From an optimization exercise on the open Yosys and OpenROAD flow, aimed at small area; shortcuts taken in it are not production practice. RTL that was checked went through simulation tests only; none was proved equivalent to the original. No activity file was given, so power comes from the tool's default toggle rates.

==> flow/design.v (excerpt) <==
module chk_block (
    input  wire        clk,
    input  wire        rst,
    input  wire        flr,
    input  wire        req_valid,
    output wire        req_ready,
    input  wire        req_write,
    input  wire        req_host,
    input  wire [7:0]  req_addr,
    input  wire [31:0] req_wdata,
    output wire        rsp_valid,
    output wire [31:0] rsp_rdata
);
Size in the first run: roughly 1400 cells after synthesis, about 680 flip-flops, roughly 80 I/O pins, roughly 0.018 mm^2 of cells after synthesis.
clock: 13.0 ns
lec_check: 0
cap_margin: 20
core_margin: 2
core_utilization: 60
cts_buf_list: sky130_fd_sc_hd__clkbuf_8
cts_cluster_diameter: 50
cts_cluster_size: 20
place_density: 0.7
slew_margin: 20
standard.sh (not shown) runs the stock make flow with config.mk's settings and CLKGATE_MAP_FILE= SYNTH_SCRIPT=/design/flow/synth_recipe.tcl, a recipe that flattens the netlist after the stock synthesis.
==> flow/flow/run.sh <==
#!/bin/bash
# Own flow: the standard layout, with the synthesis's ABC step run with an
# area-oriented script instead of the speed script. Everything else in the
# synthesis (synth_recipe.tcl and ORFS's synth.tcl) is unchanged, so the
# registers keep the names and cell types the standard synthesis gives them.
set -euo pipefail
W=$(pwd)
R="balance; rewrite; refactor; balance; rewrite; rewrite -z; balance; refactor -z; rewrite -z; balance"
cat > "$W/area_abc.script" <<EOS
strash
$R
$R
dch
amap
topo
EOS
cat > "$W/area_synth.tcl" <<EOS
proc abc {args} {
  set i [lsearch -exact \$args -script]
  if { \$i >= 0 } { lset args [expr {\$i + 1}] {$W/area_abc.script} }
  yosys abc {*}\$args
}
source {$W/synth_recipe.tcl}
EOS
sed "s#$W/synth_recipe.tcl#$W/area_synth.tcl#" standard.sh > "$W/area_standard.sh"
grep -q area_synth.tcl "$W/area_standard.sh"
export BUFFER_PORTS_ARGS="-buffer_cell sky130_fd_sc_hd__buf_1"
export CTS_ARGS="-sink_clustering_enable -repair_clock_nets -sink_clustering_size 20 -sink_clustering_max_diameter 50 -buf_list sky130_fd_sc_hd__clkbuf_8 -dont_use_dummy_load"
bash "$W/area_standard.sh" finish > "$W/flow_make.log" 2>&1
The first run ran to the end with no violations.
Change:
--- a/flow/design.v
+++ b/flow/design.v
@@ -124,48 +124,56 @@
     wire res_start = quiet && !busy && req_valid && is_unit && at_unit && res_hold;
     wire res_resp  = vis && op == OP_RES && vc == 7'd48;
     assign req_ready = quiet && (req_write ? (!is_unit || owned_drop || !busy)
                                            : (!busy && (!is_unit || at_unit)));
     wire accept  = req_valid && req_ready;
     wire unit_wr = accept && req_write && is_unit && !owned_drop && reg_sel != 3'd6;
     wire [4:0] k  = vc[4:0];
     wire [3:0] kk = vc[3:0];
     wire [2:0] pass = vc[6:4];
     wire       p_eff = (vc == 7'd0) ? w_pend : p0;
     wire [1:0] f_m   = p_eff ? ((f_nb == 2'd2) ? 2'd2 : 2'd1)
                              : ((f_nb == 2'd0) ? 2'd0 : (f_nb == 2'd1) ? 2'd1 : 2'd2);
-    wire [2:0] last_pass = (op == OP_RES) ? 3'd5 :
-                           (op == OP_FEED && w_fl && f_m != 2'd0) ? {f_m == 2'd2, f_m == 2'd1, 1'b0} : 3'd1;
-    wire       last = (kk == 4'd15) && (pass == last_pass);
+    reg  [6:0] last;
+    always @(*) begin
+        case (op)
+            OP_CTRL:  last = f_data[31] ? 7'd31 : 7'd0;
+            OP_AUX:   last = 7'd8;
+            OP_RES:   last = 7'd95;
+            OP_FEED:  last = !w_fl ? 7'd31 :
+                             (f_m == 2'd0) ? 7'd31 : (f_m == 2'd1) ? 7'd47 : 7'd79;
+            default:  last = 7'd31;
+        endcase
+    end
     always @(posedge clk) begin
         if (rst || (flr && f_unit[2] && (op != OP_RES || vc > 7'd48))) begin
             busy <= 1'b0;
         end else if (unit_wr && !busy) begin
             busy   <= 1'b1;
             op     <= (reg_sel == 3'd0) ? OP_CTRL  :
                       (reg_sel == 3'd4) ? OP_STATE :
                       (reg_sel == 3'd5) ? OP_AUX   :
                       (reg_sel == 3'd7) ? OP_COUNT : OP_FEED;
             f_unit <= unit_sel;
             f_data <= req_wdata;
             f_nb   <= (reg_sel == 3'd1) ? 2'd0 : (reg_sel == 3'd2) ? 2'd1 : 2'd2;
             vc     <= 7'd0;
         end else if (res_start) begin
             busy   <= 1'b1;
             op     <= OP_RES;
             f_unit <= unit_sel;
             vc     <= 7'd0;
         end else if (vis) begin
             vc <= vc + 7'd1;
-            if (last || (res_resp && ab))
+            if (vc == last || (res_resp && ab))
                 busy <= 1'b0;
         end
     end
     always @(posedge clk)
         if (!busy)
             ab <= 1'b0;
         else if (flr && f_unit[2])
             ab <= 1'b1;
     function stream;
         input [5:0] idx;
         begin
             if (idx[5:3] == 3'd0)
@@ -273,25 +281,25 @@
                     alg_load = (vc == 7'd0);
                     if (f_data[31]) begin
                         st_right  = 1'b1; st_ins31 = init_bit;
                         cnt_shift = 1'b1; cnt_ins  = 1'b0;
                         aux_shift = (k <= 5'd8); aux_ins = 1'b0;
                     end
                 end
                 OP_STATE: begin
                     st_right = 1'b1;
                     st_ins31 = in_width ? fd_k : w_state[0];
                 end
                 OP_AUX: begin
-                    aux_shift = (k <= 5'd8); aux_ins = fd_k;
+                    aux_shift = 1'b1; aux_ins = fd_k;
                 end
                 OP_COUNT: begin
                     cnt_shift = 1'b1; cnt_ins = fd_k;
                 end
                 OP_FEED: begin
                     cnt_shift = 1'b1;
                     cnt_ins   = cx ^ nbit ^ cc_in;
                     if (w_fl) begin
                         st_right  = 1'b1; st_split = 1'b1;
                         st_ins31  = y2;   st_ins15 = y1;
                         aux_shift = (vc <= 7'd8) || (fl_aux && kk <= 4'd8);
                         aux_ins   = fl_aux ? aux_fl : w_aux[0];
Effect: Routed wire length hardly moves. Worst setup slack degrades by 0.084 ns. Maximum frequency decreases slightly. Power came out lower slightly. Die area stays flat. Core utilization hardly moves.
The RTL of the second run of this note was laid out without a check of its function.

-- static timing again, ports no longer ideal --
No port has a modelled driver above. Below, the same layouts with a new extraction and two added sets of constraints.
Step 1, drivers: a clkbuf_16 drives clk and a buf_2 each remaining input, both assumed.
Step 2 adds t to the input delays and takes it off the output delays; t is the mean of the earliest and latest rising clock arrival at the registers after step 1. Input paths then give back, and output paths get back, about the clock's delay inside the block.
Slacks: no drivers / after step 1 / after step 2; pairs: no drivers / after step 1.
run | t, ns | slack for setup (ns) | worst hold slack (ns) | worst data-port slew with drivers (ns)
the first run | 0.616 | 5.021 / 5.000 / 5.000 | 0.269 / 0.269 / 0.269 | 0.04
the second run | 0.585 | 4.937 / 4.914 / 4.914 | 0.285 / 0.285 / 0.285 | 0.05
After both steps every run listed still meets setup and hold. For the second run, which loses most, drivers alone change the setup slack by -0.023 ns; drivers and shift together by -0.023 ns.
